This is an optimization exercise on Yosys and OpenROAD, whose aim is small area, a short achievable clock period and few clock cycles per item, not a production implementation.
The RTL was checked by simulation tests, not by an equivalence proof against the original design.

$ cat config.mk
export PLATFORM = sky130hd
export DESIGN_NAME = rs_parity
export DESIGN_NICKNAME = rs_parity
export VERILOG_FILES = /design/flow/design.v
export SDC_FILE = /design/flow/constraint.sdc
export NUM_CORES = 4
export LEC_CHECK = 0
export CAP_MARGIN = 30
export CORE_MARGIN = 2
export CORE_UTILIZATION = 30
export SLEW_MARGIN = 30
$ cat design.v
module rs_parity (
    input  wire         clk,
    input  wire         rst,         
    input  wire         in_valid,
    output reg          in_ready,
    input  wire [31:0]  in_data,     
    input  wire [4:0]   in_k,        
    input  wire [3:0]   in_m,        
    output reg          out_valid,
    input  wire         out_ready,
    output wire [255:0] out_data     
);
    function [7:0] gf_mul;
        input [7:0] a;
        input [7:0] b;
        integer i;
        reg [7:0] p;
        reg [7:0] x;
        begin
            p = 8'h00;
            x = a;
            for (i = 0; i < 8; i = i + 1) begin
                if (b[i])
                    p = p ^ x;
                x = {x[6:0], 1'b0} ^ (x[7] ? 8'h1D : 8'h00);
            end
            gf_mul = p;
        end
    endfunction
    function [7:0] gf_inv5;
        input [4:0] a;
        begin
            case (a)
                5'd1:  gf_inv5 = 8'h01;
                5'd2:  gf_inv5 = 8'h8e;
                5'd3:  gf_inv5 = 8'hf4;
                5'd4:  gf_inv5 = 8'h47;
                5'd5:  gf_inv5 = 8'ha7;
                5'd6:  gf_inv5 = 8'h7a;
                5'd7:  gf_inv5 = 8'hba;
                5'd8:  gf_inv5 = 8'had;
                5'd9:  gf_inv5 = 8'h9d;
                5'd10: gf_inv5 = 8'hdd;
                5'd11: gf_inv5 = 8'h98;
                5'd12: gf_inv5 = 8'h3d;
                5'd13: gf_inv5 = 8'haa;
                5'd14: gf_inv5 = 8'h5d;
                5'd15: gf_inv5 = 8'h96;
                5'd16: gf_inv5 = 8'hd8;
                5'd17: gf_inv5 = 8'h72;
                5'd18: gf_inv5 = 8'hc0;
                5'd19: gf_inv5 = 8'h58;
                5'd20: gf_inv5 = 8'he0;
                5'd21: gf_inv5 = 8'h3e;
                5'd22: gf_inv5 = 8'h4c;
                5'd23: gf_inv5 = 8'h66;
                5'd24: gf_inv5 = 8'h90;
                5'd25: gf_inv5 = 8'hde;
                5'd26: gf_inv5 = 8'h55;
                5'd27: gf_inv5 = 8'h80;
                5'd28: gf_inv5 = 8'ha0;
                5'd29: gf_inv5 = 8'h83;
                5'd30: gf_inv5 = 8'h4b;
                5'd31: gf_inv5 = 8'h2a;
                default: gf_inv5 = 8'h00;
            endcase
        end
    endfunction
    reg          i_first;    
    reg  [4:0]   i_rem;      
    reg  [4:0]   i_base;     
    reg  [3:0]   i_m;        
    wire         take   = in_valid && in_ready;
    wire         n_last = i_first ? (in_k == 5'd1) : (i_rem == 5'd1);
    wire [4:0]   n_base = i_first ? {1'b0, in_m} : i_base + 5'd1;
    wire [3:0]   n_m    = i_first ? in_m : i_m;
    reg          hv, tv;
    reg  [31:0]  hd, td;
    reg  [4:0]   hb, tb;     
    reg  [3:0]   hm, tm;     
    reg          hf, tf;     
    reg          hl, tl;     
    reg          hh;         
    wire         h_big  = (hm > 4'd4);
    wire         proc   = hv && !(out_valid && !out_ready);
    wire         h_done = proc && (hh || !h_big);
    wire         h_free = !hv || h_done;
    reg  [255:0] acc;
    assign out_data = acc;
    reg  [7:0]   coef [0:3];
    reg  [7:0]   prod [0:3][0:3];
    reg  [255:0] acc_next;
    wire         clr = proc && hf && !hh;
    wire         g_lo = proc && !hh;
    wire         g_hi = proc && hh;
    integer q, t;
    always @(*) begin
        for (q = 0; q < 4; q = q + 1)
            coef[q] = ((q + 4 * hh) < hm) ? gf_inv5((q[4:0] + {2'b0, hh, 2'b0}) ^ hb) : 8'h00;
        for (q = 0; q < 4; q = q + 1)
            for (t = 0; t < 4; t = t + 1)
                prod[q][t] = gf_mul(hd[8*t +: 8], coef[q]);
        acc_next = clr ? 256'd0 : acc;
        for (q = 0; q < 4; q = q + 1)
            for (t = 0; t < 4; t = t + 1) begin
                acc_next[32*q + 8*t +: 8] = acc_next[32*q + 8*t +: 8]
                                          ^ (g_lo ? prod[q][t] : 8'h00);
                acc_next[32*(q+4) + 8*t +: 8] = acc_next[32*(q+4) + 8*t +: 8]
                                          ^ (g_hi ? prod[q][t] : 8'h00);
            end
    end
    always @(posedge clk)
        acc <= acc_next;
    reg          hv_n, tv_n;
    always @(*) begin
        if (h_free)
            hv_n = tv || take;
        else
            hv_n = 1'b1;
        if (h_free)
            tv_n = tv && take;
        else
            tv_n = tv || take;
    end
    always @(posedge clk) begin
        if (rst) begin
            i_first   <= 1'b1;
            hv        <= 1'b0;
            tv        <= 1'b0;
            hh        <= 1'b0;
            out_valid <= 1'b0;
            in_ready  <= 1'b1;
        end else begin
            hv       <= hv_n;
            tv       <= tv_n;
            in_ready <= !(hv_n && tv_n);
            if (h_done)
                hh <= 1'b0;
            else if (proc)
                hh <= 1'b1;
            if (h_done && hl)
                out_valid <= 1'b1;
            else if (out_ready)
                out_valid <= 1'b0;
            if (take)
                i_first <= n_last;
        end
    end
    always @(posedge clk) begin
        if (take) begin
            i_rem  <= i_first ? in_k - 5'd1 : i_rem - 5'd1;
            i_base <= n_base;
            i_m    <= n_m;
        end
        if (h_free) begin
            if (tv) begin
                hd <= td; hb <= tb; hm <= tm; hf <= tf; hl <= tl;
            end else begin
                hd <= in_data; hb <= n_base; hm <= n_m; hf <= i_first; hl <= n_last;
            end
        end
        if ((h_free && tv) || (!h_free && take)) begin
            td <= in_data; tb <= n_base; tm <= n_m; tf <= i_first; tl <= n_last;
        end
    end
endmodule
$ cat run.sh
#!/bin/bash
# synth_recipe.tcl (not shown) runs the flow's synth.tcl, then flattens the netlist and writes it again
# the make line also repeats each setting of config.mk as NAME=value (left out here)
make -C /OpenROAD-flow-scripts/flow DESIGN_CONFIG=/design/flow/config.mk WORK_HOME=/design/flow/orfs CLKGATE_MAP_FILE= SYNTH_SCRIPT=/design/flow/synth_recipe.tcl finish
$ cat constraint.sdc
create_clock -name core_clock -period 12.0 [get_ports {clk}]
set_input_delay 2.4000 -clock core_clock [delete_from_list [all_inputs] [get_ports {clk}]]
set_output_delay 2.4000 -clock core_clock [all_outputs]
set_load 0.01 [all_outputs]
==> results.sh, run 1 <==
export IMPL_status="timing/DRC/antenna clean"
export IMPL_ys_flop_type="dfxtp_1"
export IMPL_clockBufferDepth=3
export IMPL_synthMuxAreaShare_pct=5.74
export IMPL_grt_pass1_wl_um=235000
export IMPL_synth_xor_area_share_pct=28.1
export IMPL_initial_core_util_pct=30.3
export IMPL_cpMaxStageDelayCell="xnor2_1"
export IMPL_fp_row_count=123
export IMPL_htreeDepth=2
export IMPL_gp_congestion=1.05
export IMPL_max_slew_worst_pin_slew_ns=1.12
export IMPL_dp_slack_ns=6.04
export IMPL_grt_use_total_pct=27.6
export IMPL_path_clk_slew_ns=0.06
export IMPL_rsz0062_at_grt="false"
export IMPL_synth_simple_gate_area_share_pct=21.7
export IMPL_synth_edf_count=100
export IMPL_synth_seq_area_share_pct=24.2
export IMPL_drt_iter0_drc=5041
export IMPL_antenna_found_initial=9
export IMPL_yosysUniqueCellTypes=86
export IMPL_placement_io_buffers=302
export IMPL_instances_no_fill=6107
export IMPL_syn_area_um2=34100
export IMPL_viasPerCell=5.71
export IMPL_clk_latency_ns=0.59
export IMPL_cts_repair_resized=0
export IMPL_maxSlewHeadroom_pct=25.1
export IMPL_drv_slew=0
export IMPL_hpwl_um=116000
export IMPL_synth_seq_cells=362
export IMPL_overflow=0
export IMPL_cts_tree="built"
export IMPL_wl_per_cell_um=27.3
export IMPL_syn_nets=4486
export IMPL_cts_root_buf="clkbuf_16"
export IMPL_fin_ws_ns=6.45
export IMPL_fin_nets=4637
export IMPL_drt_drc_violations_left=0
export IMPL_synth_compound_area_share_pct=15.1
export IMPL_synth_commonest_cells="nand2_1, xnor2_1, nor2_1"
export IMPL_worst_ep_arrival_time_ns=6.01
export IMPL_min_period_ns=5.55
export IMPL_fmax_mhz=180
export IMPL_hold_viol_final=0
export IMPL_setup_viol=0
export IMPL_postSynth_asyncResetShare_pct=0
export IMPL_crit_family="XOR/XNOR gates"
export IMPL_yosys_area_top_type_share_pct=17.4
export IMPL_core_area_um2=113000
export IMPL_end_kind="flip-flop"
export IMPL_worstHoldPathType="flip-flop to flip-flop"
export IMPL_max_cap_viol_count=0
export IMPL_synth_adder_area_share_pct=0.550
export IMPL_syn2layout_area_growth_pct=19.0
export IMPL_cp_start_kind="flip-flop"
export IMPL_post_cts_buffers=0
export IMPL_ios=303
export IMPL_netlist_instances=4426
export IMPL_cp_buffers_inverters=4
export IMPL_fill_cells=11700
export IMPL_tritoncts_num_sinks=362
export IMPL_num_vias=34900
export IMPL_route_final_wire_length_um=167000
export IMPL_crit_required_ns=12.46
export IMPL_yosysMostFrequentCell="nand2_1"
export IMPL_critPathKind="flip-flop to flip-flop"
export IMPL_dieArea_um2=116000
export IMPL_grt_pass1_vias=32000
export IMPL_timing_final_crit_share_pct=46.2
export IMPL_hold_buffers=0
export IMPL_post_place_cells=6036
export IMPL_finalClockSkew_ns=0.0188
export IMPL_ys_top_cells_by_area="xnor2_1, dfxtp_1, edfxtp_1"
export IMPL_grt_max_degree=121
export IMPL_cp_max_fo=19
export IMPL_first_pass_iters=6
export IMPL_worstPathCellList="buf_4, inv_1, ha_1, inv_1, a21oi_1, a311o_1, nand2_1, buf_4, nor3_1, xnor3_1, xnor2_1, xnor2_1, mux2i_1, o22a_1"
export IMPL_ant_nets=0
export IMPL_synth_top_family_by_area="XOR/XNOR gates"
export IMPL_cts_buffers=39
export IMPL_yosysWarnings=3
export IMPL_drive_above_1_share_pct=8.61
export IMPL_utilization_pct=36.1
export IMPL_syn_area_per_cell_um2=7.71
export IMPL_die_h_um=341
export IMPL_yosys_area_top_type="xnor2_1"
export IMPL_die_width_um=341
export IMPL_cp_slowest_stage_delay_ns=0.70
export IMPL_fin_tns_setup_ns=0
==> placed cells by master, fill, tap and decap left out, types with 11 or more instances in the layout <==
cell	Yosys	final
o22ai_1	21	19
mux2_2	70	70
nand3_1	101	99
a221o_1	29	29
a31oi_1	11	11
inv_1	38	38
ha_1	15	15
nor2b_1	85	85
edfxtp_1	100	100
o22a_1	43	43
xnor2_2	1	31
a22oi_1	37	37
nand3b_1	26	26
nand2b_1	28	28
clkbuf_16	0	39
o211ai_1	72	72
a211oi_1	33	33
dfxtp_1	262	261
a21oi_1	230	225
nor2_1	581	574
o21ai_0	189	185
nor3b_1	28	28
nand4_1	14	14
xnor2_1	677	643
a221oi_1	16	15
nor3_1	90	88
xnor3_1	81	81
mux2i_1	83	83
and2_1	14	14
clkdlybuf4s50_1	0	302
buf_4	7	156
xor2_1	202	197
and3_1	15	15
nand2_1	692	691
o21ai_1	24	20
==> worst min-delay path, stage by stage (launching register included) <==
cell and delay [ns]:
dfxtp_1 0.31, nand2_1 0.06, xnor2_1 0.05
==> cell type report <==
type / instances / area (um^2) / area share [%]
multi-input combinational: 3670 / 24900 / 61.3
sequential: 362 / 8250 / 20.3
timing repair buffer: 459 / 4210 / 10.4
tap: 1500 / 1880 / 4.62
clock buffer: 51 / 1090 / 2.69
inverter: 45 / 169 / 0.416
clock inverter: 13 / 104 / 0.256
antenna: 7 / 17.5 / 0.0431
==> cell families after synthesis <==
logic type | after synthesis
DFF | 362
AOI/OAI and AO/OA | 804
buffers and inverters | 394
and+or+nand+nor | 1715
xor gates and xnor gates | 963
muxes | 173
adders and majority gates | 15
==> layer usage <==
layer / global-route usage, % / part of all wire [%] / up-vias / wire [um]
li1: - / - / 15300 / -
met3: 11.2 / 14 / 693 / 23900
met1: 34.6 / 38 / 16500 / 63000
met2: 39.0 / 40 / 2474 / 67500
met4: 17.0 / 7.4 / 12 / 12300
met5: 0.327 / 0.068 / - / 114
==> metrics by stage <==
stage | instance area, um^2 | hold slack (ns)
floorplan | 34100 | 0.489
global placement | 39200 | 0.460
detailed placement | 39300 | 0.464
CTS | 40500 | 0.473
global route | 40600 | 0.481
finish | 40600 | 0.468
==> final timing paths <==
path	start	endpoint	slack, ns	depth (start not counted)
worst max-delay path	hb[0]	acc[77]	6.45	14
worst max register to register	hb[0]	acc[77]	6.45	14
worst min register to register	acc[128]	acc[128]	0.47	2
worst min-delay path	acc[128]	acc[128]	0.47	2
==> sequential cells by signal (all words and copies together) (netlist names), 5 cells and up <==
signal	count
acc	256
hb	5
hd	32
i_base	5
i_rem	5
tb	5
td	32
Testbench counts, summed over its fixed seeds: cycles 25,030, items 21,240.
==> run 2, diff against run 1 <==
--- a/design.v
+++ b/design.v
@@ -81,15 +81,15 @@
     reg          hf, tf;     
     reg          hl, tl;     
+    reg          hg, tg;     
     reg          hh;         
-    wire         h_big  = (hm > 4'd4);
+    reg  [7:0]   cr [0:3];   
     wire         proc   = hv && !(out_valid && !out_ready);
-    wire         h_done = proc && (hh || !h_big);
+    wire         h_done = proc && (hh || !hg);
     wire         h_free = !hv || h_done;
     reg  [255:0] acc;
     assign out_data = acc;
-    reg  [7:0]   coef [0:3];
     reg  [7:0]   prod [0:3][0:3];
     reg  [255:0] acc_next;
-    wire         clr = proc && hf && !hh;
+    wire         clr  = proc && hf && !hh;
     wire         g_lo = proc && !hh;
     wire         g_hi = proc && hh;
@@ -97,8 +97,6 @@
     always @(*) begin
         for (q = 0; q < 4; q = q + 1)
-            coef[q] = ((q + 4 * hh) < hm) ? gf_inv5((q[4:0] + {2'b0, hh, 2'b0}) ^ hb) : 8'h00;
-        for (q = 0; q < 4; q = q + 1)
             for (t = 0; t < 4; t = t + 1)
-                prod[q][t] = gf_mul(hd[8*t +: 8], coef[q]);
+                prod[q][t] = gf_mul(hd[8*t +: 8], cr[q]);
         acc_next = clr ? 256'd0 : acc;
         for (q = 0; q < 4; q = q + 1)
@@ -113,4 +111,7 @@
         acc <= acc_next;
     reg          hv_n, tv_n;
+    reg  [4:0]   c_base;
+    reg  [3:0]   c_m;
+    reg          c_half;
     always @(*) begin
         if (h_free)
@@ -123,4 +124,18 @@
             tv_n = tv || take;
     end
+    always @(*) begin
+        if (hv && hg && !hh) begin
+            c_base = hb; c_m = hm; c_half = 1'b1;
+        end else if (hv && tv) begin
+            c_base = tb; c_m = tm; c_half = 1'b0;
+        end else begin
+            c_base = n_base; c_m = n_m; c_half = 1'b0;
+        end
+    end
+    always @(posedge clk)
+        if (!hv || proc)
+            for (q = 0; q < 4; q = q + 1)
+                cr[q] <= ((q + 4 * c_half) < c_m)
+                       ? gf_inv5((q[4:0] + {2'b0, c_half, 2'b0}) ^ c_base) : 8'h00;
     always @(posedge clk) begin
         if (rst) begin
@@ -155,11 +170,13 @@
         if (h_free) begin
             if (tv) begin
-                hd <= td; hb <= tb; hm <= tm; hf <= tf; hl <= tl;
+                hd <= td; hb <= tb; hm <= tm; hf <= tf; hl <= tl; hg <= tg;
             end else begin
                 hd <= in_data; hb <= n_base; hm <= n_m; hf <= i_first; hl <= n_last;
+                hg <= (n_m > 4'd4);
             end
         end
         if ((h_free && tv) || (!h_free && take)) begin
             td <= in_data; tb <= n_base; tm <= n_m; tf <= i_first; tl <= n_last;
+            tg <= (n_m > 4'd4);
         end
     end
==> flow/run.sh (new file) <==
#!/bin/bash
set -euo pipefail
bash standard.sh SETUP_SLACK_MARGIN=8.4 finish > standard_flow.log 2>&1
==> standard.sh (new file) <==
#!/bin/bash
# synth_recipe.tcl (not shown) runs the flow's synth.tcl, then flattens the netlist and writes it again
# the make line also repeats each setting of config.mk as NAME=value (left out here)
make -C /OpenROAD-flow-scripts/flow DESIGN_CONFIG=/design/flow/config.mk WORK_HOME=/design/flow/orfs CLKGATE_MAP_FILE= SYNTH_SCRIPT=/design/flow/synth_recipe.tcl "${@:-finish}"
removed: run.sh
==> run 2 against run 1 <==
  * Synthesized cell count decreased by 1.4%
  * Hold slack lost 0.0025 ns
  * Clock skew up 0.022 ns
  * Register-to-register slack better by 2.0 ns
  * Cell area decreased by 1.2%
  * Via count is 10% lower
  * First-iteration DRC count is 37% lower
  * Die area down 3.7%
  * Critical path depth fell by 4
  * Critical endpoint is now cr[0][0]
==> results.sh, run 2 <==
export IMPL_largest_register_ffs=256
export IMPL_ys_top_cells_by_area="xnor2_1, dfxtp_1, nand2_1"
export IMPL_layout_common_cells="nand2_1, xnor2_1, xor2_1"
export IMPL_crit_required_ns=12.38
export IMPL_crit_top_cell="buf_6"
export IMPL_num_vias=31300
export IMPL_syn_area_per_cell_um2=7.53
export IMPL_core_area_um2=109000
export IMPL_antenna_found_initial=4
export IMPL_yosysWarnings=3
export IMPL_overflow=0
export IMPL_fp_row_count=121
export IMPL_first_pass_iters=8
export IMPL_rsz0062_at_grt="true"
export IMPL_path_clk_slew_ns=0.06
export IMPL_grt_pass1_wl_um=190000
export IMPL_hold_buffers=0
export IMPL_ys_flop_type="dfxtp_1"
export IMPL_die_width_um=335
export IMPL_grt_use_total_pct=22.2
export IMPL_grt_use_met2_pct=34.7
export IMPL_yosysUniqueCellTypes=70
export IMPL_fin_ws_ns=8.34
export IMPL_tritoncts_num_sinks=396
export IMPL_hold_depth=2
export IMPL_syn_area_um2=32800
export IMPL_hold_viol_final=0
export IMPL_ant_nets=0
export IMPL_cts_buffers=49
export IMPL_grt_util_met1_pct=29.1
export IMPL_clockBufferDepth=3
export IMPL_cp_max_fo=7
export IMPL_dieArea_um2=112000
export IMPL_max_cap_viol_count=0
export IMPL_antennaDiodeCount=0
export IMPL_cp_slowest_stage_delay_ns=0.29
export IMPL_grt_max_degree=76
export IMPL_worstHoldPathType="flip-flop to flip-flop"
export IMPL_drt_drc_violations_left=0
export IMPL_setup_viol=0
export IMPL_worst_ep_arrival_time_ns=4.04
export IMPL_gp_congestion=0.894
export IMPL_cpMaxStageDelayCell="mux2_4"
export IMPL_min_period_ns=3.66
export IMPL_busiest_layer="met2"
export IMPL_drive_above_1_share_pct=20.2
export IMPL_ios=303
export IMPL_grt_pass1_vias=28900
export IMPL_postSynth_asyncResetShare_pct=0
export IMPL_instances_no_fill=6029
export IMPL_grt_use_met3_pct=4.20
export IMPL_status="timing/DRC/antenna clean"
export IMPL_drt_iter0_drc=3184
export IMPL_drv_slew=0
export IMPL_yosysMostFrequentCell="nand2_1"
export IMPL_largest_register="acc"
export IMPL_route_final_wire_length_um=129000
export IMPL_end_kind="flip-flop"
export IMPL_synth_edf_count=134
export IMPL_synth_seq_area_share_pct=28.2
export IMPL_initial_core_util_pct=30.2
export IMPL_placement_io_buffers=302
export IMPL_final_common_cell="nand2_1"
export IMPL_critPathKind="primary input to flip-flop"
export IMPL_fin_nets=4639
export IMPL_cts_tree="built"
export IMPL_cp_start_kind="primary input"
export IMPL_post_place_cells=5796
export IMPL_cts_root_buf="clkbuf_16"
export IMPL_syn_nets=4423
export IMPL_fill_cells=11200
export IMPL_yosys_area_top_type_share_pct=21.1
export IMPL_die_h_um=335
export IMPL_clk_latency_ns=0.66
export IMPL_synth_commonest_cells="nand2_1, xnor2_1, dfxtp_1"
export IMPL_finalClockSkew_ns=0.0407
export IMPL_dp_slack_ns=6.28
export IMPL_worstPathCellList="buf_6, mux2_4, o2bb2ai_4, buf_12, buf_6, ha_4, nand2_1, nand3_1, a32oi_2, nor2_1"
export IMPL_wl_per_cell_um=21.4
export IMPL_ff2ff_path_depth=9
export IMPL_timing_final_crit_share_pct=30.5
export IMPL_htreeDepth=2
export IMPL_hpwl_um=77900
export IMPL_fin_tns_setup_ns=0
export IMPL_fmax_mhz=274
export IMPL_maxSlewHeadroom_pct=30.0
export IMPL_syn2layout_area_growth_pct=22.2
export IMPL_synth_seq_cells=396
export IMPL_yosys_area_top_type="xnor2_1"
export IMPL_max_slew_worst_pin_slew_ns=1.04
export IMPL_viasPerCell=5.19
export IMPL_netlist_instances=4363
==> run 2: cell types whose count changed after synthesis, sizes merged, moves of 61 or more <==
cell,delta
nand2,+540
nor2,-341
xnor2,+118
xnor3,-73
nor3,-61
o21ai,-61
==> run 2: kinds of logic after synthesis <==
kind of cell               synth area share, %
buffers and inverters                     5.10
xor gates and xnor gates                  29.4
AOI/OAI and AO/OA                         12.4
and+or+nand+nor                           20.7
adders and majority gates                0.602
muxes                                     3.65
DFF                                       28.2
==> run 2: worst paths after layout <==
| kind | slack [ns] | endpoint | from |
|---|---|---|---|
| max | 8.34 | cr[0][0] | in_m[1] |
| min | 0.47 | acc[144] | acc[144] |
| max reg2reg | 8.42 | cr[3][4] | hh |
| min reg2reg | 0.47 | acc[144] | acc[144] |
==> run 2: area by class of cell <==
type,instances,area (um^2),share of cell area (%)
Multi-Input combinational cell,3553,22800,56.9
Sequential cell,396,9520,23.7
Timing Repair Buffer,521,4120,10.3
Tap cell,1414,1770,4.41
Clock buffer,65,1350,3.35
Clock inverter,22,277,0.689
Inverter,57,239,0.596
Timing Repair inverter,1,7.51,0.0187
==> run 2: per-stage QoR <==
stage	instance area [um^2]	hold WS (ns)	util (%)
global placement	37000	0.461	34.1
finish	40100	0.466	36.9
CTS	39700	0.471	36.5
detailed placement	37100	0.463	34.1
floorplan	33100	0.406	-
global route	40100	0.484	36.9
==> run 2: critical path: cells and delay by family <==
family / cells / cell delay [ns]
adders and majority gates: 1 / 0.25
muxes: 1 / 0.29
buffers and inverters: 3 / 0.34
and+or+nand+nor: 3 / 0.33
AOI/OAI and AO/OA: 2 / 0.42
==> run 2: repair_timing <==
| action | CTS | global route |
|---|---|---|
| gates cloned | 22 | 2 |
| endpoints found under the setup margin | 635 | 107 |
| gates resized for setup | 1402 | 57 |
| setup buffers | 101 | 20 |
| pin swaps | 39 | 24 |
==> run 2: routing by layer <==
layer  routed length, um  up-vias
met5                  37        -
met4                7190        6
met3               11700      325
met2               57100     1514
met1               53100    14800
li1                    -    14600
Testbench counts of run 2, summed over its fixed seeds: cycles 25,030, items 21,240.
==> run 3, diff against run 2 <==
--- a/design.v
+++ b/design.v
@@ -69,9 +69,9 @@
     reg          i_first;    
     reg  [4:0]   i_rem;      
-    reg  [4:0]   i_base;     
+    reg  [4:0]   i_nb;       
     reg  [3:0]   i_m;        
     wire         take   = in_valid && in_ready;
     wire         n_last = i_first ? (in_k == 5'd1) : (i_rem == 5'd1);
-    wire [4:0]   n_base = i_first ? {1'b0, in_m} : i_base + 5'd1;
+    wire [4:0]   n_base = i_first ? {1'b0, in_m} : i_nb;
     wire [3:0]   n_m    = i_first ? in_m : i_m;
     reg          hv, tv;
@@ -124,11 +124,20 @@
             tv_n = tv || take;
     end
+    wire         c_self = hv && hg && !hh;
+    wire         c_in0  = !c_self && !(hv && tv) && i_first;
+    reg  [7:0]   c_reg [0:3];    
+    reg  [7:0]   c_pin [0:3];    
     always @(*) begin
-        if (hv && hg && !hh) begin
+        if (c_self) begin
             c_base = hb; c_m = hm; c_half = 1'b1;
         end else if (hv && tv) begin
             c_base = tb; c_m = tm; c_half = 1'b0;
         end else begin
-            c_base = n_base; c_m = n_m; c_half = 1'b0;
+            c_base = i_nb; c_m = i_m; c_half = 1'b0;
+        end
+        for (q = 0; q < 4; q = q + 1) begin
+            c_reg[q] = ((q + 4 * c_half) < c_m)
+                     ? gf_inv5((q[4:0] + {2'b0, c_half, 2'b0}) ^ c_base) : 8'h00;
+            c_pin[q] = (q < in_m) ? gf_inv5(q[4:0] ^ {1'b0, in_m}) : 8'h00;
         end
     end
@@ -136,6 +145,5 @@
         if (!hv || proc)
             for (q = 0; q < 4; q = q + 1)
-                cr[q] <= ((q + 4 * c_half) < c_m)
-                       ? gf_inv5((q[4:0] + {2'b0, c_half, 2'b0}) ^ c_base) : 8'h00;
+                cr[q] <= c_in0 ? c_pin[q] : c_reg[q];
     always @(posedge clk) begin
         if (rst) begin
@@ -165,5 +173,5 @@
         if (take) begin
             i_rem  <= i_first ? in_k - 5'd1 : i_rem - 5'd1;
-            i_base <= n_base;
+            i_nb   <= n_base + 5'd1;
             i_m    <= n_m;
         end
==> flow/run.sh (replaced) <==
#!/bin/bash
set -euo pipefail
W=$PWD
export MY_ABC_SCRIPT=$W/flow/map.abc
bash standard.sh SYNTH_SCRIPT=$W/flow/synth.tcl SETUP_SLACK_MARGIN=8.4 finish > standard_flow.log 2>&1
==> flow/map.abc (new file) <==
strash
&get -n
&fraig -x
&put
dc2
strash
&get -n
&dch -f
&nf -D 3000
&put
==> flow/synth.tcl (new file) <==
proc synth {args} { yosys synth -nofsm -noshare {*}$args }
# ORFS's synth.tcl as it is, except that its ABC call uses the script MY_ABC_SCRIPT
set my_fh [open $::env(SCRIPTS_DIR)/synth.tcl r]
set my_txt [read $my_fh]
close $my_fh
set my_txt [string map [list {source $::env(SCRIPTS_DIR)/synth_preamble.tcl} \
  "source \$::env(SCRIPTS_DIR)/synth_preamble.tcl\nlset abc_args 1 \$::env(MY_ABC_SCRIPT)"] $my_txt]
uplevel #0 $my_txt
# left out here: clear keep_hierarchy, flatten, clean up, hide names made inside functions, write 1_2_yosys.v
==> run 3 against run 2 <==
  * Still clean on timing, DRC and antenna
  * Non-clock buffer count shrank 94
  * Clock skew shrank 0.018 ns
  * Hold slack lost 0.0033 ns
  * Synthesized cell count shrank 18%
  * First-iteration DRC count shrank 31%
  * Global-route usage shrank 0.83 points
  * Flip-flop and latch count is the same
  * Worst setup slack gained 0.054 ns
  * Critical endpoint is now cr[1][6]
==> results.sh, run 3 <==
export IMPL_status="timing/DRC/antenna clean"
export IMPL_worstHoldPathType="flip-flop to flip-flop"
export IMPL_first_pass_iters=6
export IMPL_grt_use_total_pct=21.4
export IMPL_die_width_um=317
export IMPL_drive_above_1_share_pct=16.4
export IMPL_max_slew_worst_pin_slew_ns=0.982
export IMPL_ys_flop_type="dfxtp_1"
export IMPL_hold_viol_final=0
export IMPL_ff2ff_path_depth=9
export IMPL_syn_area_um2=29400
export IMPL_fp_row_count=114
export IMPL_viasPerCell=4.90
export IMPL_netlist_instances=3590
export IMPL_critPathKind="primary input to flip-flop"
export IMPL_ys_top_cells_by_area="xnor2_1, nand2_1, dfxtp_1"
export IMPL_ios=303
export IMPL_yosysMostFrequentCell="nand2_1"
export IMPL_max_cap_viol_count=0
export IMPL_yosys_area_top_type_share_pct=21.2
export IMPL_route_final_wire_length_um=110000
export IMPL_clk_latency_ns=0.65
export IMPL_initial_core_util_pct=30.3
export IMPL_core_area_um2=96900
export IMPL_grt_pass1_wl_um=163000
export IMPL_die_h_um=317
export IMPL_clockBufferDepth=3
export IMPL_yosys_area_top_type="xnor2_1"
export IMPL_rsz0062_at_grt="true"
export IMPL_path_clk_slew_ns=0.06
export IMPL_cts_root_buf="clkbuf_16"
export IMPL_yosysUniqueCellTypes=53
export IMPL_maxSlewHeadroom_pct=34.5
export IMPL_end_kind="flip-flop"
export IMPL_drt_drc_violations_left=0
export IMPL_cts_buffers=48
export IMPL_placement_io_buffers=302
export IMPL_min_period_ns=3.60
export IMPL_fmax_mhz=278
export IMPL_synth_commonest_cells="nand2_1, xnor2_1, xor2_1"
export IMPL_synth_seq_cells=396
export IMPL_grt_pass1_vias=25500
export IMPL_overflow=0
export IMPL_largest_register="acc"
export IMPL_antenna_found_initial=4
export IMPL_yosysWarnings=5
export IMPL_cp_start_kind="primary input"
export IMPL_largest_register_ffs=256
export IMPL_num_vias=26400
export IMPL_hold_buffers=0
export IMPL_hold_depth=2
export IMPL_finalClockSkew_ns=0.0228
export IMPL_synth_edf_count=134
export IMPL_dieArea_um2=100000
export IMPL_cp_max_fo=19
export IMPL_cts_tree="built"
export IMPL_fin_nets=4134
export IMPL_postSynth_asyncResetShare_pct=0
export IMPL_grt_max_degree=63
export IMPL_syn_area_per_cell_um2=8.18
export IMPL_timing_final_crit_share_pct=30.0
export IMPL_crit_required_ns=12.40
export IMPL_layout_common_cells="nand2_1, xnor2_1, xor2_1"
export IMPL_syn2layout_area_growth_pct=23.2
export IMPL_setup_viol=0
export IMPL_worst_ep_arrival_time_ns=4.00
export IMPL_drt_iter0_drc=2205
export IMPL_htreeDepth=2
export IMPL_hold_ws_ns=0.462
export IMPL_fin_tns_setup_ns=0
export IMPL_drv_slew=0
export IMPL_gp_congestion=0.922
export IMPL_hpwl_um=66400
export IMPL_wl_per_cell_um=20.5
export IMPL_ant_nets=0
export IMPL_syn_nets=3648
export IMPL_tritoncts_num_sinks=396
export IMPL_synth_seq_area_share_pct=31.6
export IMPL_final_common_cell="nand2_1"
export IMPL_fill_cells=9932
run 3: changes by cell type after synthesis, sizes merged, moves of 85 or more:
cell	delta
a21oi	-165
buf	-129
clkbuf	-237
nand2	+236
o21ai	-85
xor2	+143
run 3: cell type report:
class	instances	area, um^2	share of cell area, %
clock buffers	60	1310	3.62
flip-flops and latches	396	9430	26.1
multi-input cells	3186	20500	56.8
diodes	2	5.00	0.0138
well taps	1276	1600	4.41
repair inverters	1	8.76	0.0242
inverters	16	73.8	0.204
repair buffers	427	2960	8.19
clock inverters	26	260	0.719
run 3: cells by family after synthesis:
| family | after synthesis | share of synthesized area, % |
|---|---|---|
| simple gates | 1727 | 22.7 |
| xor+xnor | 1190 | 39.1 |
| fa+ha+maj | 13 | 0.554 |
| buf+inv | 16 | 0.204 |
| mux | 49 | 1.85 |
| flops | 396 | 31.6 |
| compound gates | 199 | 4.06 |
run 3: what timing repair did:
item / CTS / global route
endpoints found under the setup margin: 643 / 174
pin swaps: 5 / 3
buffers inserted: 26 / 16
cloned: 12 / 1
resized for setup: 1212 / 21
run 3: worst paths after layout:
check | from | end | slack [ns]
min | acc[28] | acc[28] | 0.46
min reg2reg | acc[28] | acc[28] | 0.46
max reg2reg | hd[20] | acc[147] | 8.48
max | in_m[1] | cr[1][6] | 8.40
run 3: metal layers:
| layer | share of wire, % | GRT usage, % | up-vias |
|---|---|---|---|
| met5 | 0.024 | 0 | - |
| met4 | 3.7 | 7.76 | 4 |
| met3 | 8.3 | 4.45 | 253 |
| met2 | 45 | 33.9 | 1072 |
| met1 | 43 | 28.6 | 12600 |
| li1 | - | - | 12500 |
run 3: metrics by stage:
stage	utilization [%]	setup WS [ns]	area, um^2	cells
final	37.4	8.40	36200	5390
after global placement	35.9	6.13	34800	5243
after CTS	37.1	8.41	35900	5369
after global routing	37.4	8.31	36200	5389
after detailed placement	35.9	6.08	34800	5245
after floorplan	-	7.24	29500	3590
run 3: worst max-delay path: stages:
cell	delay [ns]
clkdlybuf4s50_1	0.50
buf_8	0.19
nor2b_2	0.27
o21ai_1	0.18
o311ai_0	0.43
Testbench counts of run 3, summed over its fixed seeds: cycles 25,030, items 21,240.
==> run 4, diff against run 3 <==
--- a/design.v
+++ b/design.v
@@ -11,21 +11,4 @@
     output wire [255:0] out_data     
 );
-    function [7:0] gf_mul;
-        input [7:0] a;
-        input [7:0] b;
-        integer i;
-        reg [7:0] p;
-        reg [7:0] x;
-        begin
-            p = 8'h00;
-            x = a;
-            for (i = 0; i < 8; i = i + 1) begin
-                if (b[i])
-                    p = p ^ x;
-                x = {x[6:0], 1'b0} ^ (x[7] ? 8'h1D : 8'h00);
-            end
-            gf_mul = p;
-        end
-    endfunction
     function [7:0] gf_inv5;
         input [4:0] a;
@@ -78,5 +61,5 @@
     reg  [31:0]  hd, td;
     reg  [4:0]   hb, tb;     
-    reg  [3:0]   hm, tm;     
+    reg  [3:0]   hm;         
     reg          hf, tf;     
     reg          hl, tl;     
@@ -89,4 +72,7 @@
     reg  [255:0] acc;
     assign out_data = acc;
+    reg  [7:0]   dx   [0:3][0:7];    
+    reg  [7:0]   dxs  [0:3][0:3];    
+    reg  [2:0]   sel  [0:3][0:3];    
     reg  [7:0]   prod [0:3][0:3];
     reg  [255:0] acc_next;
@@ -94,9 +80,25 @@
     wire         g_lo = proc && !hh;
     wire         g_hi = proc && hh;
-    integer q, t;
+    integer q, t, k, r;
     always @(*) begin
+        for (t = 0; t < 4; t = t + 1) begin
+            dx[t][0] = hd[8*t +: 8];
+            for (k = 1; k < 8; k = k + 1)
+                dx[t][k] = {dx[t][k-1][6:0], 1'b0} ^ (dx[t][k-1][7] ? 8'h1D : 8'h00);
+            for (r = 0; r < 4; r = r + 1)
+                dxs[t][r] = dx[t][2*r] ^ dx[t][2*r+1];
+        end
         for (q = 0; q < 4; q = q + 1)
-            for (t = 0; t < 4; t = t + 1)
-                prod[q][t] = gf_mul(hd[8*t +: 8], cr[q]);
+            for (r = 0; r < 4; r = r + 1)
+                sel[q][r] = {cr[q][2*r] & cr[q][2*r+1], !cr[q][2*r] & cr[q][2*r+1],
+                             cr[q][2*r] & !cr[q][2*r+1]};
+        for (q = 0; q < 4; q = q + 1)
+            for (t = 0; t < 4; t = t + 1) begin
+                prod[q][t] = 8'h00;
+                for (r = 0; r < 4; r = r + 1)
+                    prod[q][t] = prod[q][t] ^ ((dx[t][2*r]   & {8{sel[q][r][0]}})
+                                             | (dx[t][2*r+1] & {8{sel[q][r][1]}})
+                                             | (dxs[t][r]    & {8{sel[q][r][2]}}));
+            end
         acc_next = clr ? 256'd0 : acc;
         for (q = 0; q < 4; q = q + 1)
@@ -132,5 +134,5 @@
             c_base = hb; c_m = hm; c_half = 1'b1;
         end else if (hv && tv) begin
-            c_base = tb; c_m = tm; c_half = 1'b0;
+            c_base = tb; c_m = i_m; c_half = 1'b0;
         end else begin
             c_base = i_nb; c_m = i_m; c_half = 1'b0;
@@ -178,5 +180,5 @@
         if (h_free) begin
             if (tv) begin
-                hd <= td; hb <= tb; hm <= tm; hf <= tf; hl <= tl; hg <= tg;
+                hd <= td; hb <= tb; hm <= i_m; hf <= tf; hl <= tl; hg <= tg;
             end else begin
                 hd <= in_data; hb <= n_base; hm <= n_m; hf <= i_first; hl <= n_last;
@@ -184,6 +186,6 @@
             end
         end
-        if ((h_free && tv) || (!h_free && take)) begin
-            td <= in_data; tb <= n_base; tm <= n_m; tf <= i_first; tl <= n_last;
+        if (take) begin
+            td <= in_data; tb <= n_base; tf <= i_first; tl <= n_last;
             tg <= (n_m > 4'd4);
         end
==> flow/run.sh (replaced) <==
#!/bin/bash
# Layout: the standard flow (standard.sh), with these changes:
#  - every port still gets its buffer, but buffer_ports starts from buf_2;
set -euo pipefail
W=$PWD
export MY_ABC_SCRIPT=$W/flow/map.abc
bash standard.sh SYNTH_SCRIPT=$W/flow/synth.tcl \
  "BUFFER_PORTS_ARGS=-buffer_cell sky130_fd_sc_hd__buf_2" \
  SETUP_SLACK_MARGIN=8.4 finish > standard_flow.log 2>&1
--- a/config.mk
+++ b/config.mk
@@ -9,3 +9,5 @@
 export CORE_MARGIN = 2
 export CORE_UTILIZATION = 30
+export CTS_CLUSTER_DIAMETER = 120
+export CTS_CLUSTER_SIZE = 30
 export SLEW_MARGIN = 30
==> run 4 against run 3 <==
  * Hold slack improved by 0.0095 ns
  * Flip-flop and latch count decreased by 4
  * Synthesized area decreased by 0.33%
  * Die area decreased by 0.32%
  * Critical path type is now flip-flop to output port
  * Cell area decreased by 5.0%
  * Worst setup slack improved by 0.059 ns
  * Utilization decreased by 1.8 points
  * Maximum frequency increased by 1.7%
==> results.sh, run 4 <==
export IMPL_overflow=0
export IMPL_timing_final_crit_share_pct=29.5
export IMPL_hpwl_um=64900
export IMPL_ff2ff_path_depth=8
export IMPL_drt_iter0_drc=2507
export IMPL_dieArea_um2=100000
export IMPL_grt_use_total_pct=19.7
export IMPL_worst_ep_arrival_time_ns=1.14
export IMPL_syn_nets=3695
export IMPL_ys_flop_type="dfxtp_1"
export IMPL_max_cap_viol_count=0
export IMPL_cts_root_buf="clkbuf_16"
export IMPL_wl_per_cell_um=19.5
export IMPL_hold_buffers=0
export IMPL_yosysUniqueCellTypes=53
export IMPL_multi_input_area_um2=20400
export IMPL_cp_max_fo=2
export IMPL_syn2layout_area_growth_pct=17.4
export IMPL_grt_pass1_vias=24200
export IMPL_synth_seq_area_share_pct=31.3
export IMPL_crit_required_ns=9.60
export IMPL_fill_cells=10100
export IMPL_antennaDiodeCount=0
export IMPL_route_final_wire_length_um=104000
export IMPL_cts_tree="built"
export IMPL_status="timing/DRC/antenna clean"
export IMPL_cp_buffers_inverters=1
export IMPL_path_clk_slew_ns=0.12
export IMPL_rsz0062_at_grt="true"
export IMPL_core_area_um2=96700
export IMPL_ios=303
export IMPL_synth_edf_count=130
export IMPL_num_vias=26100
export IMPL_critPathKind="flip-flop to output port"
export IMPL_maxSlewHeadroom_pct=28.5
export IMPL_yosysWarnings=8
export IMPL_ant_nets=0
export IMPL_fp_row_count=114
export IMPL_syn_area_per_cell_um2=8.05
export IMPL_min_period_ns=3.54
export IMPL_cts_buffers=21
export IMPL_clockBufferDepth=3
export IMPL_ys_top_cells_by_area="xnor2_1, nand2_1, dfxtp_1"
export IMPL_final_common_cell="nand2_1"
export IMPL_fin_nets=4118
export IMPL_yosysMostFrequentCell="nand2_1"
export IMPL_grt_max_degree=87
export IMPL_layout_common_cells="nand2_1, xnor2_1, xor2_1"
export IMPL_drive_above_1_share_pct=11.8
export IMPL_synth_commonest_cells="nand2_1, xnor2_1, xor2_1"
export IMPL_cp_depth=1
export IMPL_cp_slowest_stage_delay_ns=0.38
export IMPL_yosys_area_top_type_share_pct=23.2
export IMPL_cp_start_kind="flip-flop"
export IMPL_setup_viol=0
export IMPL_worstHoldPathType="flip-flop to flip-flop"
export IMPL_die_width_um=316
export IMPL_fmax_mhz=282
export IMPL_largest_register="acc"
export IMPL_crit_family="flip-flops"
export IMPL_hold_depth=2
export IMPL_yosys_area_top_type="xnor2_1"
export IMPL_synth_seq_cells=392
export IMPL_drv_slew=0
export IMPL_gp_congestion=0.931
export IMPL_grt_pass1_wl_um=152000
export IMPL_first_pass_iters=5
export IMPL_viasPerCell=4.88
export IMPL_end_kind="output port"
export IMPL_clk_latency_ns=0.62
export IMPL_postSynth_asyncResetShare_pct=0
export IMPL_syn_area_um2=29300
export IMPL_tritoncts_num_sinks=392
export IMPL_max_slew_worst_pin_slew_ns=1.07
export IMPL_netlist_instances=3637
export IMPL_drt_drc_violations_left=0
export IMPL_fin_tns_setup_ns=0
export IMPL_placement_io_buffers=302
export IMPL_seq_area_um2=9160
export IMPL_initial_core_util_pct=30.3
export IMPL_finalClockSkew_ns=0.0311
export IMPL_cpMaxStageDelayCell="dfxtp_1"
export IMPL_largest_register_ffs=256
export IMPL_die_h_um=316
export IMPL_worstPathCellList="buf_2"
export IMPL_htreeDepth=1
export IMPL_hold_ws_ns=0.472
export IMPL_antenna_found_initial=3
export IMPL_hold_viol_final=0
[run 4: stage by stage]
stage               cells  util (%)  cell area [um^2]  worst slack (ns)
global placement     5286      34.2             33100              6.75
finish               5350      35.5             34400              8.46
global route         5350      35.5             34400              8.35
CTS                  5333      35.2             34100              8.39
floorplan            3637         -             29300              7.43
detailed placement   5288      34.3             33100              6.69
[run 4: path summary, 6_finish.rpt]
path | slack [ns] | endpoint | start
max | 8.46 | out_data[166] | acc[166]
min | 0.47 | acc[240] | acc[240]
min reg2reg | 0.47 | acc[240] | acc[240]
max reg2reg | 8.48 | acc[226] | hd[7]
[run 4: layer usage]
layer | wire (um) | global-route usage [%] | part of all wire (%) | vias up
met5 | 22 | 0 | 0.021 | -
met4 | 3540 | 6.39 | 3.4 | 4
met3 | 8520 | 2.56 | 8.2 | 224
met2 | 46900 | 31.6 | 45 | 1077
met1 | 45400 | 27.3 | 44 | 12400
li1 | - | - | - | 12400
[run 4: cell type report]
type | count | share of cell area, %
Multi-Input combinational cell | 3231 | 59.4
Inverter | 19 | 0.222
Sequential cell | 392 | 26.7
Clock buffer | 26 | 1.67
Clock inverter | 11 | 0.594
Timing Repair Buffer | 395 | 6.84
Tap cell | 1276 | 4.65
[run 4: logic make-up after synthesis]
family	share of synthesized area [%]
flip-flops	31.3
multiplexers	1.81
buffers and inverters	0.244
AND/OR/NAND/NOR	22.9
AO/OA/AOI/OAI	4.75
adder cells (fa/ha/maj)	0.556
XOR/XNOR	38.5
[run 4: what timing repair did]
| action | 4_1_cts | 5_1_grt |
|---|---|---|
| setup buffers | 4 | 12 |
| pin swaps | 3 | 1 |
| resized for setup | 21 | 23 |
| gates cloned | 4 | 4 |
| endpoints found under the setup margin | 314 | 229 |
Testbench counts of run 4, summed over its fixed seeds: cycles 25,030, items 21,240.
==> run 5, diff against run 4 <==
--- a/design.v
+++ b/design.v
@@ -75,4 +75,5 @@
     reg  [7:0]   dxs  [0:3][0:3];    
     reg  [2:0]   sel  [0:3][0:3];    
+    wire [7:0]   pick [0:3][0:3][0:3];   
     reg  [7:0]   prod [0:3][0:3];
     reg  [255:0] acc_next;
@@ -93,12 +94,22 @@
                 sel[q][r] = {cr[q][2*r] & cr[q][2*r+1], !cr[q][2*r] & cr[q][2*r+1],
                              cr[q][2*r] & !cr[q][2*r+1]};
+    end
+    genvar gq, gt, gr;
+    generate
+        for (gq = 0; gq < 4; gq = gq + 1) begin : g_q
+            for (gt = 0; gt < 4; gt = gt + 1) begin : g_t
+                for (gr = 0; gr < 4; gr = gr + 1) begin : g_r
+                    rs_pick u_pick (
+                        .a0(dx[gt][2*gr]), .a1(dx[gt][2*gr+1]), .a2(dxs[gt][gr]),
+                        .s(sel[gq][gr]), .y(pick[gq][gt][gr])
+                    );
+                end
+            end
+        end
+    endgenerate
+    always @(*) begin
         for (q = 0; q < 4; q = q + 1)
-            for (t = 0; t < 4; t = t + 1) begin
-                prod[q][t] = 8'h00;
-                for (r = 0; r < 4; r = r + 1)
-                    prod[q][t] = prod[q][t] ^ ((dx[t][2*r]   & {8{sel[q][r][0]}})
-                                             | (dx[t][2*r+1] & {8{sel[q][r][1]}})
-                                             | (dxs[t][r]    & {8{sel[q][r][2]}}));
-            end
+            for (t = 0; t < 4; t = t + 1)
+                prod[q][t] = pick[q][t][0] ^ pick[q][t][1] ^ pick[q][t][2] ^ pick[q][t][3];
         acc_next = clr ? 256'd0 : acc;
         for (q = 0; q < 4; q = q + 1)
@@ -192,2 +203,11 @@
     end
 endmodule
+module rs_pick (
+    input  wire [7:0] a0,
+    input  wire [7:0] a1,
+    input  wire [7:0] a2,
+    input  wire [2:0] s,
+    output wire [7:0] y
+);
+    assign y = ~((a0 & {8{s[0]}}) | (a1 & {8{s[1]}}) | (a2 & {8{s[2]}}));
+endmodule
--- a/config.mk
+++ b/config.mk
@@ -12,2 +12,3 @@
 export CTS_CLUSTER_SIZE = 30
 export SLEW_MARGIN = 30
+export SYNTH_HIERARCHICAL = 1
==> run 5 against run 4 <==
  * Still clean
  * Via count increased by 6.7%
  * Sequential share of layout area is 0.87 points higher
  * Global-route usage increased by 5.1 points
  * First-iteration DRC count rose to 3.0 times the previous value
  * Largest cell class unchanged
==> results.sh, run 5 <==
export IMPL_regToRegSetupSlack_ns=8.37
export IMPL_dieArea_um2=91500
export IMPL_clk_latency_ns=0.64
export IMPL_critPathKind="flip-flop to flip-flop"
export IMPL_netlist_instances=2754
export IMPL_yosysUniqueCellTypes=52
export IMPL_synth_adder_area_share_pct=0.609
export IMPL_syn2layout_area_growth_pct=24.6
export IMPL_cts_root_buf="clkbuf_16"
export IMPL_cp_max_fo=17
export IMPL_yosys_area_top_type_share_pct=22.5
export IMPL_grt_pass1_vias=26500
export IMPL_placement_io_buffers=302
export IMPL_hpwl_um=72000
export IMPL_synth_simple_gate_area_share_pct=12.0
export IMPL_post_place_cells=4302
export IMPL_wl_per_cell_um=27.4
export IMPL_grt_use_total_pct=24.8
export IMPL_crit_end="acc[39]"
export IMPL_yosysMostFrequentCell="xnor2_1"
export IMPL_cp_depth=9
export IMPL_worstHoldPathType="flip-flop to flip-flop"
export IMPL_largest_register="acc"
export IMPL_htreeDepth=1
export IMPL_largest_register_ffs=256
export IMPL_synth_xor_area_share_pct=26.5
export IMPL_hold_buffers=0
export IMPL_grt_max_degree=65
export IMPL_synth_compound_area_share_pct=23.9
export IMPL_drive_above_1_share_pct=19.7
export IMPL_fill_cells=8946
export IMPL_syn_area_um2=26700
export IMPL_cp_slowest_stage_delay_ns=0.69
export IMPL_ios=303
export IMPL_postSynth_asyncResetShare_pct=0
export IMPL_hold_viol_final=0
export IMPL_syn_area_per_cell_um2=9.70
export IMPL_cpMaxStageDelayCell="xnor2_1"
export IMPL_worstPathCellList="buf_4, xnor2_2, xnor2_2, xnor2_1, a222oi_1, xor2_1, xnor2_1, nand2_1, xor2_1"
export IMPL_clockBufferDepth=3
export IMPL_ff2ff_path_depth=9
export IMPL_route_final_wire_length_um=120000
export IMPL_core_area_um2=88400
export IMPL_synth_commonest_cells="xnor2_1, a222oi_1, nand2_1"
export IMPL_die_width_um=302
export IMPL_drt_iter0_drc=7485
export IMPL_overflow=0
export IMPL_crit_family="XOR/XNOR gates"
export IMPL_max_slew_worst_pin_slew_ns=1.16
export IMPL_worst_ep_arrival_time_ns=4.14
export IMPL_path_clk_slew_ns=0.11
export IMPL_antenna_found_initial=8
export IMPL_critPathLaunch="hd[7]"
export IMPL_min_period_ns=3.63
export IMPL_num_vias=27900
export IMPL_drt_drc_violations_left=0
export IMPL_ant_nets=0
export IMPL_ys_flop_type="dfxtp_1"
export IMPL_fmax_mhz=276
export IMPL_drv_slew=0
export IMPL_synth_seq_cells=392
export IMPL_crit_required_ns=12.52
export IMPL_fp_row_count=109
export IMPL_cts_tree="built"
export IMPL_instances_no_fill=4395
export IMPL_synth_seq_area_share_pct=34.2
export IMPL_rr_endpoint="acc[39]"
export IMPL_end_kind="flip-flop"
export IMPL_cp_start_kind="flip-flop"
export IMPL_finalClockSkew_ns=0.0477
export IMPL_synth_edf_count=130
export IMPL_status="timing/DRC/antenna clean"
export IMPL_die_h_um=302
export IMPL_first_pass_iters=20
export IMPL_cts_buffers=23
export IMPL_cp_buffers_inverters=1
export IMPL_max_cap_viol_count=0
export IMPL_syn_nets=2812
export IMPL_yosys_area_top_type="xnor2_1"
export IMPL_tritoncts_num_sinks=392
export IMPL_ys_top_cells_by_area="xnor2_1, dfxtp_1, a222oi_1"
export IMPL_fin_tns_setup_ns=0
export IMPL_gp_congestion=0.947
export IMPL_setup_viol=0
export IMPL_initial_core_util_pct=30.2
export IMPL_rsz0062_at_grt="true"
export IMPL_grt_pass1_wl_um=174000
export IMPL_synth_top_family_by_area="XOR/XNOR gates"
export IMPL_final_common_cell="xnor2_1"
export IMPL_synthMuxAreaShare_pct=2.02
export IMPL_fin_nets=3270
export IMPL_timing_final_crit_share_pct=30.2
export IMPL_yosysWarnings=21
export IMPL_viasPerCell=6.34
export IMPL_layout_common_cells="xnor2_1, a222oi_1, nand2_1"
export IMPL_maxSlewHeadroom_pct=22.9
export IMPL_crit_reg2reg_launch="hd[7]"
run 5: tightest hold or removal path, stage by stage (launching register included):
cell     delay (ns)
dfxtp_1        0.32
nand2_1        0.06
xnor2_1        0.05
run 5: layout make-up:
| class | instances | area (um^2) | area share, % |
|---|---|---|---|
| multi-input cells | 2312 | 18500 | 55.5 |
| flip-flops and latches | 392 | 9170 | 27.5 |
| repair buffers | 429 | 3100 | 9.31 |
| well taps | 1165 | 1460 | 4.38 |
| clock buffers | 29 | 608 | 1.83 |
| clock inverters | 11 | 245 | 0.736 |
| inverters | 54 | 228 | 0.684 |
| diodes | 3 | 7.51 | 0.0225 |
run 5: how the worst min path moves through the flow:
stage / cells past startpoint / slack [ns] / start / end
finish: 2 / 0.47 / acc[203] / acc[203]
global route: 2 / 0.49 / acc[162] / acc[162]
CTS: 2 / 0.48 / acc[203] / acc[203]
detailed placement: 2 / 0.46 / acc[247] / acc[247]
global placement: 2 / 0.45 / acc[26] / acc[26]
floorplan: 2 / 0.45 / hl / out_valid
run 5: routing by layer:
| metal | wire length [um] | share of wire [%] | track usage (%) | up-vias |
|---|---|---|---|---|
| li1 | - | - | - | 11900 |
| met1 | 47100 | 39 | 33.1 | 13200 |
| met2 | 50400 | 42 | 36.2 | 2195 |
| met3 | 16000 | 13 | 7.63 | 503 |
| met4 | 6810 | 5.7 | 12.2 | 10 |
| met5 | 61 | 0.051 | 0 | - |
run 5: cells by family (layout without fill, tap and decap cells):
kind of cell | count (synthesis) | in the layout
AOI/OAI and AO/OA | 709 | 709
xor gates and xnor gates | 810 | 810
adders and majority gates | 13 | 13
buffers and inverters | 54 | 523
DFF | 392 | 392
muxes | 49 | 49
other | 0 | 3
and+or+nand+nor | 727 | 731
run 5: per-module statistics from Yosys (local to each module, per instance):
module,copies in the design,cells,cell area (um^2)
rs_parity,1,2242,21600
rs_pick,64,8,80.1
run 5: metrics by stage:
step                      hold slack [ns]  setup WS (ns)  cell area [um^2]  util (%)
after CTS                           0.476           8.38             32700      37.0
after detailed placement            0.458           6.32             30900      34.9
after global routing                0.492           8.34             33300      37.7
final                               0.470           8.37             33300      37.7
after floorplan                     0.454           6.81             26800         -
after global placement              0.455           6.37             30500      34.6
run 5: timing repair:
item	in CTS	in global routing
buffers inserted	29	8
hold endpoints to repair	0	0
setup endpoints to repair	291	200
pin swaps	4	2
gates cloned	9	1
gates resized for setup	88	65
Testbench counts of run 5, summed over its fixed seeds: cycles 25,030, items 21,240.
==> run 6, diff against run 5 <==
--- a/design.v
+++ b/design.v
@@ -50,4 +50,20 @@
         end
     endfunction
+    function [7:0] gf_xk;
+        input [7:0] d;
+        input [2:0] k;
+        begin
+            case (k)
+                3'd0: gf_xk = {^(d & 8'h80), ^(d & 8'h40), ^(d & 8'h20), ^(d & 8'h10), ^(d & 8'h08), ^(d & 8'h04), ^(d & 8'h02), ^(d & 8'h01)};
+                3'd1: gf_xk = {^(d & 8'h40), ^(d & 8'h20), ^(d & 8'h10), ^(d & 8'h88), ^(d & 8'h84), ^(d & 8'h82), ^(d & 8'h01), ^(d & 8'h80)};
+                3'd2: gf_xk = {^(d & 8'h20), ^(d & 8'h10), ^(d & 8'h88), ^(d & 8'hc4), ^(d & 8'hc2), ^(d & 8'h41), ^(d & 8'h80), ^(d & 8'h40)};
+                3'd3: gf_xk = {^(d & 8'h10), ^(d & 8'h88), ^(d & 8'hc4), ^(d & 8'he2), ^(d & 8'h61), ^(d & 8'ha0), ^(d & 8'h40), ^(d & 8'h20)};
+                3'd4: gf_xk = {^(d & 8'h88), ^(d & 8'hc4), ^(d & 8'he2), ^(d & 8'h71), ^(d & 8'hb0), ^(d & 8'h50), ^(d & 8'h20), ^(d & 8'h10)};
+                3'd5: gf_xk = {^(d & 8'hc4), ^(d & 8'he2), ^(d & 8'h71), ^(d & 8'h38), ^(d & 8'hd8), ^(d & 8'ha8), ^(d & 8'h10), ^(d & 8'h88)};
+                3'd6: gf_xk = {^(d & 8'he2), ^(d & 8'h71), ^(d & 8'h38), ^(d & 8'h1c), ^(d & 8'h6c), ^(d & 8'hd4), ^(d & 8'h88), ^(d & 8'hc4)};
+                3'd7: gf_xk = {^(d & 8'h71), ^(d & 8'h38), ^(d & 8'h1c), ^(d & 8'h8e), ^(d & 8'h36), ^(d & 8'h6a), ^(d & 8'hc4), ^(d & 8'he2)};
+            endcase
+        end
+    endfunction
     reg          i_first;    
     reg  [4:0]   i_rem;      
@@ -84,7 +100,6 @@
     always @(*) begin
         for (t = 0; t < 4; t = t + 1) begin
-            dx[t][0] = hd[8*t +: 8];
-            for (k = 1; k < 8; k = k + 1)
-                dx[t][k] = {dx[t][k-1][6:0], 1'b0} ^ (dx[t][k-1][7] ? 8'h1D : 8'h00);
+            for (k = 0; k < 8; k = k + 1)
+                dx[t][k] = gf_xk(hd[8*t +: 8], k[2:0]);
             for (r = 0; r < 4; r = r + 1)
                 dxs[t][r] = dx[t][2*r] ^ dx[t][2*r+1];
--- a/config.mk
+++ b/config.mk
@@ -9,6 +9,6 @@
 export CORE_MARGIN = 2
 export CORE_UTILIZATION = 30
-export CTS_CLUSTER_DIAMETER = 120
-export CTS_CLUSTER_SIZE = 30
+export CTS_CLUSTER_DIAMETER = 100
+export CTS_CLUSTER_SIZE = 24
 export SLEW_MARGIN = 30
 export SYNTH_HIERARCHICAL = 1
==> run 6 against run 5 <==
  * Still clean
  * Cell area decreased by 2.7%
  * Critical path depth decreased by 3
  * Critical endpoint is now cr[2][4]
  * Count of clock-buffer cells in the layout increased by 3
  * Cell count decreased by 0.34%
  * Die area increased by 0.12%
==> results.sh, run 6 <==
export IMPL_maxSlewHeadroom_pct=26.2
export IMPL_critPathLaunch="in_m[1]"
export IMPL_postSynth_asyncResetShare_pct=0
export IMPL_ios=303
export IMPL_cpMaxStageDelayCell="o21ai_1"
export IMPL_worstPathCellList="buf_2, nand2b_1, o21ai_0, o21ai_1, a21o_1, o21ai_0"
export IMPL_fin_nets=3256
export IMPL_placement_io_buffers=302
export IMPL_ys_top_cells_by_area="dfxtp_1, xnor2_1, a222oi_1"
export IMPL_netlist_instances=2755
export IMPL_hold_depth=2
export IMPL_num_vias=27400
export IMPL_tritoncts_num_sinks=392
export IMPL_setup_viol=0
export IMPL_grt_pass1_wl_um=166000
export IMPL_cp_max_fo=20
export IMPL_antenna_found_initial=2
export IMPL_cp_start_kind="primary input"
export IMPL_htreeDepth=1
export IMPL_grt_use_total_pct=23.4
export IMPL_post_place_cells=4310
export IMPL_ff2ff_path_depth=8
export IMPL_yosys_area_top_type="dfxtp_1"
export IMPL_cp_depth=6
export IMPL_syn2layout_area_growth_pct=21.1
export IMPL_overflow=0
export IMPL_drt_drc_violations_left=0
export IMPL_crit_top_cell="o21ai_0"
export IMPL_synth_seq_area_share_pct=34.2
export IMPL_crit_reg2reg_launch="hd[19]"
export IMPL_initial_core_util_pct=30.3
export IMPL_cp_buffers_inverters=1
export IMPL_worst_ep_arrival_time_ns=3.86
export IMPL_route_final_wire_length_um=115000
export IMPL_fill_cells=9019
export IMPL_worstHoldPathType="flip-flop to flip-flop"
export IMPL_largest_register_ffs=256
export IMPL_critPathKind="primary input to flip-flop"
export IMPL_max_slew_worst_pin_slew_ns=1.11
export IMPL_grt_max_degree=82
export IMPL_finalClockSkew_ns=0.0234
export IMPL_cts_root_buf="clkbuf_16"
export IMPL_multi_input_area_um2=18100
export IMPL_core_area_um2=88400
export IMPL_fin_tns_setup_ns=0
export IMPL_max_cap_viol_count=0
export IMPL_hold_viol_final=0
export IMPL_die_h_um=303
export IMPL_final_common_cell="xnor2_1"
export IMPL_regToRegSetupSlack_ns=8.47
export IMPL_crit_family="compound AO/OA/AOI/OAI gates"
export IMPL_first_pass_iters=19
export IMPL_drv_slew=0
export IMPL_rsz0062_at_grt="true"
export IMPL_crit_required_ns=12.32
export IMPL_drive_above_1_share_pct=17.0
export IMPL_instances_no_fill=4380
export IMPL_yosysWarnings=21
export IMPL_dieArea_um2=91600
export IMPL_die_width_um=303
export IMPL_timing_final_crit_share_pct=29.5
export IMPL_gp_congestion=0.949
export IMPL_fp_row_count=109
export IMPL_grt_pass1_vias=25100
export IMPL_crit_end="cr[2][4]"
export IMPL_yosysMostFrequentCell="xnor2_1"
export IMPL_path_clk_slew_ns=0.09
export IMPL_rr_endpoint="acc[86]"
export IMPL_cts_buffers=25
export IMPL_hpwl_um=70000
export IMPL_syn_area_per_cell_um2=9.71
export IMPL_layout_common_cells="xnor2_1, a222oi_1, nand2_1"
export IMPL_syn_area_um2=26800
export IMPL_min_period_ns=3.54
export IMPL_status="timing/DRC/antenna clean"
export IMPL_yosysUniqueCellTypes=53
export IMPL_ant_nets=0
export IMPL_largest_register="acc"
export IMPL_clockBufferDepth=3
export IMPL_syn_nets=2813
export IMPL_drt_iter0_drc=7073
export IMPL_clk_latency_ns=0.60
export IMPL_cts_tree="built"
export IMPL_wl_per_cell_um=26.2
export IMPL_fmax_mhz=282
export IMPL_ys_flop_type="dfxtp_1"
export IMPL_synth_commonest_cells="xnor2_1, a222oi_1, nand2_1"
export IMPL_synth_edf_count=130
export IMPL_seq_area_um2=9160
export IMPL_synth_seq_cells=392
export IMPL_end_kind="flip-flop"
export IMPL_cp_slowest_stage_delay_ns=0.41
export IMPL_viasPerCell=6.26
export IMPL_yosys_area_top_type_share_pct=19.6
==> run 6: how the worst min path moves through the flow <==
stage / slack, ns / end / from
CTS: 0.47 / acc[71] / acc[71]
global route: 0.49 / acc[19] / acc[19]
global placement: 0.46 / acc[44] / acc[44]
finish: 0.47 / acc[242] / acc[242]
detailed placement: 0.46 / acc[96] / acc[96]
floorplan: 0.45 / out_valid / hl
==> run 6: logic make-up (layout without fill, tap and decap cells) <==
group	count (synthesis)	after routing	share of synthesized area (%)
other	0	2	0
and+or+nand+nor	726	730	11.8
buffers and inverters	33	486	0.463
AOI/OAI and AO/OA	723	724	24.1
muxes	50	50	2.05
adders and majority gates	13	13	0.608
DFF	392	392	34.2
xor gates and xnor gates	818	818	26.8
==> run 6: cell type report <==
type	instances	share of cell area, %
flip-flops and latches	392	28.3
clock buffers	32	2.01
diodes	2	0.0154
clock inverters	10	0.510
repair buffers	411	8.49
multi-input cells	2335	55.8
inverters	33	0.398
well taps	1165	4.50
==> run 6: metal layers <==
metal	vias up	wire (um)	track usage, %
li1	11900	-	-
met3	361	14500	4.90
met5	-	0	0.466
met4	0	4610	7.28
met1	13000	46100	32.8
met2	2107	49700	35.7
==> run 6: tightest hold or removal path, stage by stage, from the launching register on <==
cell and delay, ns:
dfxtp_1 0.32, nand2_1 0.06, xnor2_1 0.05
==> run 6: through the flow <==
stage / utilization [%] / hold WS [ns] / setup WS, ns / instance area (um^2)
final: 36.7 / 0.470 / 8.46 / 32400
after global routing: 36.7 / 0.491 / 8.36 / 32400
after CTS: 36.2 / 0.472 / 8.40 / 32000
after detailed placement: 35.0 / 0.459 / 6.40 / 30900
after global placement: 34.6 / 0.456 / 6.45 / 30600
after floorplan: - / 0.450 / 3.02 / 26800
==> run 6: what timing repair did <==
action,in CTS,in global routing
resized for setup,38,26
gates cloned,5,1
endpoints found under the setup margin,288,138
setup buffers,6,10
hold buffers,0,0
pin swaps,2,3
==> run 6: Yosys stat by module, one instance, submodules excluded <==
module / flip-flops and latches / times used
rs_parity: 392 / 1
rs_pick: 0 / 64
Testbench counts of run 6, summed over its fixed seeds: cycles 25,030, items 21,240.

==> port drivers added, routing unchanged <==
In the flow no input, the clock included, has a driving cell. The finished layouts below were timed again as built, in two steps.
Step 1: set_driving_cell puts a clkbuf_16 on clk and a buf_2 on each other input, an assumption about the parent block.
Step 2 adds t to the input delays and takes it off the output delays; t is the mean of the earliest and latest rising clock arrival at the registers after step 1. Input paths then give back, and output paths get back, about the clock's delay inside the block.
Slacks: ideal / step 1 / step 2; pairs: ideal / step 1.
run	t, ns	setup WS [ns]	latest minus earliest clock arrival (ns)	worst slew at a driven data input, ns
run 1	0.651	6.452 / 6.452 / 6.027	0.025 / 0.025	0.05
run 2	0.700	8.345 / 8.368 / 7.669	0.042 / 0.041	0.09
run 3	0.702	8.399 / 8.377 / 7.731	0.026 / 0.025	0.11
run 4	0.667	8.458 / 8.393 / 7.841	0.035 / 0.035	0.11
run 5	0.672	8.373 / 8.363 / 7.825	0.048 / 0.048	0.13
run 6	0.655	8.458 / 8.403 / 7.844	0.029 / 0.029	0.10
After both steps every run listed still meets setup and hold. For run 2, which loses most, drivers alone change the setup slack by +0.023 ns; drivers and shift together by -0.676 ns.
